From an optimization exercise on the open Yosys and OpenROAD flow, aimed at small area, a short achievable clock period and few clock cycles per item; shortcuts taken in it are not production practice. Only simulation tests tie the RTL to the original design; equivalence was not proved.

## flow/design.v (module list and top-level ports; edited modules follow where they fit)
// module flarrath_lpu: 1601 lines
module flarrath_lpu (
    input             clk,
    input             rst,
    input             start,
    output            in_ready,
    input      [2:0]  op,
    input      [35:0] x,
    input      [35:0] f0,
    input      [35:0] f1,
    input      [35:0] f2,
    input      [35:0] f3,
    input      [35:0] f4,
    input      [35:0] f5,
    input      [35:0] f6,
    input      [35:0] f7,
    input      [35:0] f8,
    output reg        done,
    output reg        exc,
    output reg [35:0] result,
    output reg [2:0]  wb_en,
    output reg [35:0] wb0,
    output reg [35:0] wb1,
    output reg [35:0] wb2
);
  // ...
==> flow/flow/run.sh <==
#!/bin/bash
# Layout flow: the standard ORFS flow (standard synthesis unchanged),
# with two layout choices changed:
#  - port buffers are sky130_fd_sc_hd__buf_2 instead of the default pick;
set -euo pipefail
bash standard.sh \
  "BUFFER_PORTS_ARGS=-buffer_cell sky130_fd_sc_hd__buf_2" \
  "SETUP_SLACK_MARGIN=38.8" \
  finish > flow_make.log 2>&1
==> flow/standard.sh <==
#!/bin/bash
# synth_recipe.tcl (not shown) runs the flow's synth.tcl, then flattens the netlist and writes it again
# the make line also repeats each setting of config.mk as NAME=value (left out here)
make -C /OpenROAD-flow-scripts/flow DESIGN_CONFIG=/design/flow/config.mk WORK_HOME=/design/flow/orfs CLKGATE_MAP_FILE= SYNTH_SCRIPT=/design/flow/synth_recipe.tcl "${@:-finish}"
==> flow/config.mk <==
export PLATFORM = sky130hd
export DESIGN_NAME = flarrath_lpu
export DESIGN_NICKNAME = flarrath_lpu
export VERILOG_FILES = /design/flow/design.v
export SDC_FILE = /design/flow/constraint.sdc
export NUM_CORES = 4
export LEC_CHECK = 0
export ABC_AREA = 1
export CAP_MARGIN = 30
export CORE_MARGIN = 2
export CORE_UTILIZATION = 45
export MAX_ROUTING_LAYER = met4
export SLEW_MARGIN = 30
==> flow/constraint.sdc <==
create_clock -name core_clock -period 50.0 [get_ports {clk}]
set_input_delay 10.0000 -clock core_clock [delete_from_list [all_inputs] [get_ports {clk}]]
set_output_delay 10.0000 -clock core_clock [all_outputs]
set_load 0.01 [all_outputs]
==> reports/results.txt, run 1 <==
status: no timing/DRC/antenna violations
clock-pin slew on the worst setup and hold paths: 0.07 ns
die area: 168000 sq um
leading area contributor after synthesis: edfxtp_1
Slew @ Worst Pin: 1.22 ns
fraction of area in multi-input gates: 53.1%
Bufs and invs on worst path: 1
# nets final: 10601
r2r startpoint: MB[17]$_DFF_P_
multi-input logic area: 44000 sq um
multi-input logic cell count: 6073
Storage cell area: 22100 sq um
GRT met2 Usage: 66.9%
CTS tree: built
Hold EP: wb2[1]$_DFF_P_
1st-iter DRT viols: 13126
Std-Cell Rows: 148
Synth Cell Area: 74000 sq um
post-synthesis mux area share: 0.0135%
stages on the worst setup path: 1
worst r2r dst: Rp[29]$_DFFE_PP_
clkbuf count: 128
Setup TNS Final: 0 ns
Starting Density: 45.4%
asr flop ratio synth: 0%
CTS root buf: clkbuf_16
Testbench counts, summed over its fixed seeds: cycles 132,098, items 80,000.
==> inputs of run 2 (changes only) <==
--- a/flow/design.v
+++ b/flow/design.v
@@ -1365,18 +1365,18 @@
     wire mt_1023 = mt_900 ^ mt_901 ^ 1'b1;
     wire mt_1024 = (mt_900 & mt_901) | (mt_900 & 1'b1) | (mt_901 & 1'b1);
     wire [65:0] m_r0 = {1'b1, 1'b1, mt_1024, mt_1022, mt_1020, mt_1018, mt_1016, mt_1014, mt_1012, mt_1010, mt_1008, mt_1006, mt_1004, mt_1002, mt_1000, mt_998, mt_996, mt_994, mt_992, mt_990, mt_988, mt_986, mt_984, mt_982, mt_980, mt_978, mt_976, mt_974, mt_972, mt_970, mt_968, mt_966, mt_964, mt_962, mt_960, mt_958, mt_956, mt_954, mt_952, mt_950, mt_948, mt_946, mt_944, mt_942, mt_940, mt_938, mt_936, mt_934, mt_932, mt_930, mt_928, mt_926, mt_924, mt_922, mt_920, mt_918, mt_916, mt_914, mt_912, mt_910, mt_908, mt_906, mt_904, mt_903, bt_pp0[1], bt_pp0[0]};
     wire [65:0] m_r1 = {1'b0, 1'b0, mt_902, mt_1023, mt_1021, mt_1019, mt_1017, mt_1015, mt_1013, mt_1011, mt_1009, mt_1007, mt_1005, mt_1003, mt_1001, mt_999, mt_997, mt_995, mt_993, mt_991, mt_989, mt_987, mt_985, mt_983, mt_981, mt_979, mt_977, mt_975, mt_973, mt_971, mt_969, mt_967, mt_965, mt_963, mt_961, mt_959, mt_957, mt_955, mt_953, mt_951, mt_949, mt_947, mt_945, mt_943, mt_941, mt_939, mt_937, mt_935, mt_933, mt_931, mt_929, mt_927, mt_925, mt_923, mt_921, mt_919, mt_917, mt_915, mt_913, mt_911, mt_909, mt_907, mt_905, bt_nb1, 1'b0, bt_nb0};
     wire [65:0] m_sum = m_r0 + m_r1;
     wire [49:0] m_t   = MQ16 ? m_sum[65:16] : {{15{m_sum[65]}}, m_sum[65:31]};
     wire        m_sat = !(m_t[49:31] == {19{1'b0}} || m_t[49:31] == {19{1'b1}});
     wire [31:0] m_g   = m_sat ? (m_t[49] ? MIN32 : MAX32) : m_t[31:0];
-    reg [32:0] Rp;        
-    reg [31:0] Rg;        
+    reg [31:0] Rp;        
+    reg        Rp1;       
     reg [31:0] Rt;        
     reg [31:0] Rs;        
     reg        a_s;       
     wire is_sc   = (c_op == OP_SCALE) || (c_op == OP_SCALEU);
     wire is_cl   = (c_op == OP_CLAMP);
     wire is_piq  = (c_op == OP_PIQ);
     wire is_pid  = (c_op == OP_PIDQ);
     wire is_slew = (c_op == OP_SLEW) || (c_op == 3'd7);
@@ -1387,51 +1387,53 @@
         s_a   = xv;
         s_b   = 32'h0;
         s_sub = 1'b0;
         s_ev  = 1'b0;
         if (is_sc) begin
             s_a = c_f1[31:0];
         end else if (is_piq) begin
             s_a  = c_f4[31:0];
-            s_b  = Rg;
+            s_b  = Rs;
             s_ev = a_st[0];
         end else if (is_pid) begin
             case (a_st)
                 2'd0: begin
                     s_a = xv;  s_b = c_f8[31:0]; s_sub = 1'b1; s_ev = 1'b1;
                 end
                 2'd2: begin
                     s_a = Rt;  s_b = c_f7[31:0]; s_sub = 1'b1; s_ev = 1'b1;
                 end
                 2'd3: begin
-                    s_a = c_f6[31:0]; s_b = Rg; s_ev = 1'b1;
+                    s_a = c_f6[31:0]; s_b = Rs; s_ev = 1'b1;
                 end
                 default: begin
-                    s_a = c_f6[31:0]; s_b = Rg;
+                    s_a = c_f6[31:0]; s_b = Rs;
                 end
             endcase
         end else if (is_slew) begin
             s_b   = c_f0[31:0];
             s_sub = 1'b1;
             s_ev  = 1'b1;
         end
     end
     wire [34:0] s_full = bk34(sx32(s_a), sx32(s_b) ^ {34{s_sub}}, s_sub);
     wire [32:0] s_raw  = s_full[32:0];
     wire [32:0] s_res = sat33(s_raw);
     wire a_ev = ((MEP | MEG | MET) & !MSC & m_sat) | (s_ev & s_res[32]);
     always @(posedge clk) begin
-        if (MEP)
-            Rp <= MSC ? m_t[32:0] : {m_g[31], m_g};
-        if (MEG)
-            Rg <= m_g;
+        if (MEP) begin
+            Rp  <= m_g;
+            Rp1 <= MSC & m_sat & !m_t[49];
+        end
         if (MET)
             Rt <= m_g;
-        if (rdy)
+        if (MEG)
+            Rs <= m_g;
+        else if (rdy)
             Rs <= s_res[31:0];
         a_s     <= (a_first ? 1'b0 : a_s) | a_ev;
         a_first <= rdy;
     end
     wire in_sc  = (op == OP_SCALE) || (op == OP_SCALEU);
     wire in_piq = (op == OP_PIQ);
     wire in_pid = (op == OP_PIDQ);
     always @(posedge clk) begin
@@ -1478,17 +1480,17 @@
         end
     end
     reg        bq_sc, bq_cl, bq_md, bq_piq, bq_pid, bq_sl;
     reg        b_usep;
     reg [31:0] b_e;       
     reg [31:0] b_a;       
     reg [31:0] b_lo;      
     reg [31:0] b_hi;      
-    reg        b_lohi, b_lomin, b_himax, b_epos, b_eneg;
+    reg        b_lohi, b_epos, b_eneg;
     reg        b_exc, b_poison, b_anys, b_xq16;
     reg [7:0]  b_info;
     wire [31:0] step = c_f1[31] ? 32'h0 : c_f1[31:0];
     reg  [31:0] n_lo, n_hi, n_a;
     always @(*) begin
         n_a  = c_f0[31:0];
         n_lo = MIN32;
         n_hi = MAX32;
@@ -1522,36 +1524,34 @@
         bq_pid   <= is_pid;
         bq_sl    <= is_slew;
         b_usep   <= is_sc | is_piq | is_pid;
         b_e      <= chk_poison ? chk_pval : xv;
         b_a      <= n_a;
         b_lo     <= n_lo;
         b_hi     <= n_hi;
         b_lohi   <= gt34(sx32(n_lo), sx32(n_hi));
-        b_lomin  <= (n_lo == MIN32);
-        b_himax  <= (n_hi == MAX32);
         b_epos   <= !xv[31] && (xv != 32'h0);
         b_eneg   <= xv[31];
         b_exc    <= chk_exc;
         b_info   <= chk_info;
         b_poison <= chk_poison;
         b_anys   <= any_s;
         b_xq16   <= is_q16f(xt);
     end
-    wire [33:0] b_t1 = b_usep ? {Rp[32], Rp} : 34'h0;
+    wire [33:0] b_t1 = b_usep ? sx32(Rp) : 34'h0;
     wire [33:0] b_t2 = sx32(Rs);
     wire [33:0] b_t3 = bq_pid ? sx32(Rt) : 34'h0;
     wire [33:0] b_cx = b_t1 ^ b_t2 ^ b_t3;
     wire [33:0] b_cy = (b_t1 & b_t2) | (b_t1 & b_t3) | (b_t2 & b_t3);
-    wire [34:0] b_sf = bk34(b_cx, {b_cy[32:0], 1'b0}, 1'b0);
+    wire [34:0] b_sf = bk34(b_cx, {b_cy[32:0], 1'b0}, Rp1 & bq_sc);
     wire [33:0] b_s  = b_sf[33:0];
     wire [32:0] b_ss = sat34(b_s);
-    wire v_gt = gt34(b_s, sx32(b_hi)) && !b_himax;
-    wire v_lt = gt34(sx32(b_lo), b_s) && !b_lomin;
+    wire v_gt = gt34(sx32(b_ss[31:0]), sx32(b_hi));
+    wire v_lt = gt34(sx32(b_lo), sx32(b_ss[31:0]));
     wire [31:0] lim = b_lohi ? b_lo : v_gt ? b_hi : v_lt ? b_lo : b_ss[31:0];
     wire sl_gt = gt34(sx32(Rs), sx32(b_hi));
     wire sl_lt = !gt34(sx32(Rs), sx32(b_lo));
     wire [31:0] sl_d = sl_gt ? b_hi : sl_lt ? b_lo : Rs;
     wire hold = b_lohi | (v_gt & b_epos) | (v_lt & b_eneg);
     wire [31:0] ni = hold ? b_a : Rs;
     wire [34:0] sy_f = bk34(sx32(b_a), sx32(sl_d), sl_lt & !sl_gt);
     wire [32:0] sy   = sat33(sy_f[32:0]);
==> flow/flow/run.sh (replaced) <==
#!/bin/bash
# Layout flow: the standard ORFS flow (standard synthesis unchanged),
# with these layout choices changed:
#  - port buffers are sky130_fd_sc_hd__buf_2 instead of the default pick;
#  - the ABC buffers are removed at floorplan instead of running a timing
#    repair on the unplaced netlist (REMOVE_ABC_BUFFERS=1);
set -euo pipefail
bash standard.sh \
  "BUFFER_PORTS_ARGS=-buffer_cell sky130_fd_sc_hd__buf_2" \
  "REMOVE_ABC_BUFFERS=1" \
  "SETUP_SLACK_MARGIN=38.8" \
  finish > flow_make.log 2>&1
--- a/flow/config.mk
+++ b/flow/config.mk
@@ -4,10 +4,12 @@
 export VERILOG_FILES = /design/flow/design.v
 export SDC_FILE = /design/flow/constraint.sdc
 export NUM_CORES = 4
 export LEC_CHECK = 0
 export ABC_AREA = 1
 export CAP_MARGIN = 30
 export CORE_MARGIN = 2
 export CORE_UTILIZATION = 45
+export CTS_CLUSTER_DIAMETER = 100
+export CTS_CLUSTER_SIZE = 20
 export MAX_ROUTING_LAYER = met4
 export SLEW_MARGIN = 30
==> reports/results.txt, run 2 <==
maxcap violations: 0 (unchanged)
die width: 406 um (was 409 um)
number of routed nets with antenna violations: 0 (unchanged)
r2r startpoint: bq_pid$_DFF_P_ (was MB[17]$_DFF_P_)
initial antenna violation count: 49 (was 94)
Cells after DPL: 11209 (was 11397)
core box area: 160000 sq um (was 163000 sq um)
worst r2r dst: wb0[15]$_DFF_P_ (was Rp[29]$_DFFE_PP_)
Unique masters post-synth: 77 (was 69)
CTS root buf: clkbuf_16 (unchanged)
IO Port Bufs: 506 (unchanged)
synth warn: 1 (unchanged)
drt via density: 6.41 (was 6.40)
hold wc startpoint: b_e[4]$_DFF_P_ (was b_e[1]$_DFF_P_)
final WL: 396 mm (was 415 mm)
CP delay by family, top: flip-flops (unchanged)
GPL Wtd Cong: 1.10 (was 1.15)
Fin Hold WS: 0.358 ns (was 0.351 ns)
pre-CTS WS: 37.25 ns (was 37.15 ns)
Slew Viols, Final: 0 (unchanged)
crit end category: output pin (unchanged)
CP Cell Sequence: buf_6 (unchanged)
CTS Sinks: 821 (was 855)
most common cell in the synthesized netlist: inv_1 (unchanged)
max incr delay on CP: 0.42 ns (was 0.48 ns)
Layout Area Growth over Synthesis: 9.16% (was 12.1%)
Slew HR: 19.6% (was 18.1%)
CP Launch Type: flop (unchanged)
clock latency (worst-skew pair): 0.71 ns (was 0.80 ns)
clock-pin slew on the worst setup and hold paths: 0.09 ns (was 0.07 ns)
# nets final: 10385 (was 10601)
CP max FO: 2 (was 3)
die area: 164000 sq um (was 168000 sq um)
Final Worst Setup Slack: 38.76 ns (was 38.66 ns)
Hold EP: wb2[4]$_DFF_P_ (was wb2[1]$_DFF_P_)
Hold WC Path Type: flop to flop (unchanged)
Bufs and invs on worst path: 1 (unchanged)
DR pass1 iterations: 9 (unchanged)
hold depth: 0 (unchanged)
reg-to-reg slack, setup: 39.23 ns (was 39.14 ns)
clk_skew: 0.0279 ns (was 0.0824 ns)
Std-Cell Rows: 147 (was 148)
Synth top area share: 19.0% (was 20.0%)
fin crit share: 22.5% (was 22.7%)
Post-Layout Cell Count: 11350 (was 11672)
Starting Density: 45.2% (was 45.4%)
leading area contributor after synthesis: edfxtp_1 (unchanged)
CTS tree: built (unchanged)
Slew @ Worst Pin: 1.21 ns (was 1.22 ns)
H-tree depth: 2 (was 3)
status: no timing/DRC/antenna violations (unchanged)
Remaining DRCs: 0 (unchanged)
All-Layer GR Usage: 48.2% (was 49.6%)
cell count after synthesis: 8897 (was 9078)
via count: 72738 (was 74682)
f_max: 0.0890 GHz (was 0.0882 GHz)
DP HPWL: 300 mm (was 325 mm)
worst reg2reg path depth: 38 (was 33)
CTS Buf Count: 51 (was 97)
Req. time, crit path: 40.00 ns (about the same)
commonest non-fill, non-tap cell in the layout: inv_1 (unchanged)
Post-synth EDFFs: 460 (was 492)
Critical Path AT: 1.24 ns (was 1.34 ns)
final setup fails: 0 (unchanged)
sequential share of the synthesized area: 29.0% (was 29.8%)
Final Hold Vio Count: 0 (unchanged)
CP max-delay cell: dfxtp_4 (unchanged)
ys flop type: edfxtp_1 (unchanged)
WL per Instance: 34.9 um (was 35.6 um)
largest cells by area after synthesis: edfxtp_1, fa_1, dfxtp_1 (unchanged)
Setup TNS Final: 0 ns (unchanged)
RSZ-0062 raised after global routing: true (unchanged)
worst-case clock buffer depth: 3 (unchanged)
most frequent cells in the layout: inv_1, nand2_1, o21ai_0 (unchanged)
most common library cells after synthesis: inv_1, nand2_1, o21ai_0, o22ai_1, xor2_1 (unchanged)
Die Span Y: 406 um (was 409 um)
boundary pin count: 516 (unchanged)
largest net degree at the start of global routing: 194 (was 166)
Overflow after GRT: 0 (unchanged)
1st-iter DRT viols: 12763 (was 13126)
asr flop ratio synth: 0% (unchanged)
kind of critical path: flop to output pin (unchanged)
layout cells sized above 1: 10.8% (was 11.7%)
#FFs+latches synth: 821 (was 855)
Synth Cell Area: 72600 sq um (was 74000 sq um)
Mean Syn Cell Area: 8.15 sq um (about the same)
first-pass GRT wire length: 536 mm (was 563 mm)
vias in the first global route: 67519 (was 69728)
minimum clock period: 11.24 ns (was 11.34 ns)
==> run 2: logic make-up (layout without fill, tap and decap cells) <==
family                     after synthesis  in the layout  share of synthesized area, %
AOI/OAI and AO/OA                     2302           2302                          19.3
xor gates and xnor gates               594            594                          7.19
adders and majority gates              910            910                          21.1
buffers and inverters                 2069           2314                          10.9
DFF                                    821            821                          29.0
muxes                                    4              4                        0.0552
other                                    2             50                        0.0104
and+or+nand+nor                       2195           2195                          12.5
==> run 2: layer usage <==
metal | up-vias | GRT usage, % | share of wire, %
li1 | 30141 | - | -
met2 | 6089 | 61.9 | 38
met3 | 1281 | 20.1 | 16
met4 | 0 | 24.9 | 6.8
met1 | 35227 | 63.6 | 39
met5 | - | - | 0
==> run 2: area by class of cell <==
cell class / count / area, sq um
Timing Repair Buffer: 697 / 4080
Clock buffer: 79 / 1400
Sequential cell: 821 / 21100
Inverter: 1524 / 5740
Clock inverter: 14 / 194
Multi-Input combinational cell: 6014 / 43900
Tap cell: 2160 / 2700
Fill cell: 15980 / 81200
Antenna cell: 41 / 103
==> run 2: repair_timing <==
| action | CTS | global route |
|---|---|---|
| hold buffers | 0 | 0 |
| endpoints found under the setup margin | 31 | 39 |
| cloned | 0 | 0 |
| resized for setup | 25 | 10 |
| hold endpoints to repair | 0 | 0 |
| buffers inserted | 3 | 0 |
==> run 2: worst max-delay path by stage <==
stage / startpoint / end / cells after the start
finish: rdy$_SDFF_PP1_ / in_ready / 1
global route: rdy$_SDFF_PP1_ / in_ready / 1
CTS: rdy$_SDFF_PP1_ / in_ready / 1
detailed placement: op[2] / MA[20]$_DFF_P_ / 8
global placement: op[2] / MA[25]$_DFF_P_ / 8
floorplan: rdy$_SDFF_PP1_ / in_ready / 0
==> run 2: metrics by stage <==
step | instance area (sq um) | util, %
after floorplan | 70400 | -
after global placement | 77300 | 48.2
after detailed placement | 77300 | 48.2
after CTS | 79000 | 49.2
after global routing | 79200 | 49.4
final | 79200 | 49.4
==> run 2: worst register-to-register path: cells and delay by family, from the launching register on <==
kind,cells,cell delay (ns)
compound gates,12,3.60
flops,1,0.32
buf+inv,8,2.08
fa+ha+maj,5,1.72
simple gates,13,2.91
Testbench counts of run 2, summed over its fixed seeds: cycles 132,098, items 80,000.

-- re-timing with driven ports --
In the flow no input, the clock included, has a driving cell. The finished layouts below were timed again as built, in two steps. Step 1: set_driving_cell puts a clkbuf_16 on clk and a buf_2 on each other input, an assumption about the parent block. Step 2 moves the port delays by t, midway between the first and last clock arrival at a register: inputs arrive t later, outputs are due t later. That takes back most of the time a late clock gives input paths. a / b / c = no drivers / after step 1 / after step 2; a / b = the first two.
| run | shift t [ns] | setup WS [ns] | worst setup path at the end | slew at the worst register clock pin (ns) | pins driven straight from the clock port |
|---|---|---|---|---|---|
| run 1 | 0.857 | 38.656 / 38.556 / 38.129 | input to register | 0.10 / 0.10 | 1 |
| run 2 | 0.777 | 38.765 / 38.680 / 38.159 | input to register | 0.10 / 0.10 | 1 |
After both steps setup and hold are still met in every run listed. For run 2, which loses most, drivers alone change the setup slack by -0.085 ns; drivers and shift together by -0.606 ns.
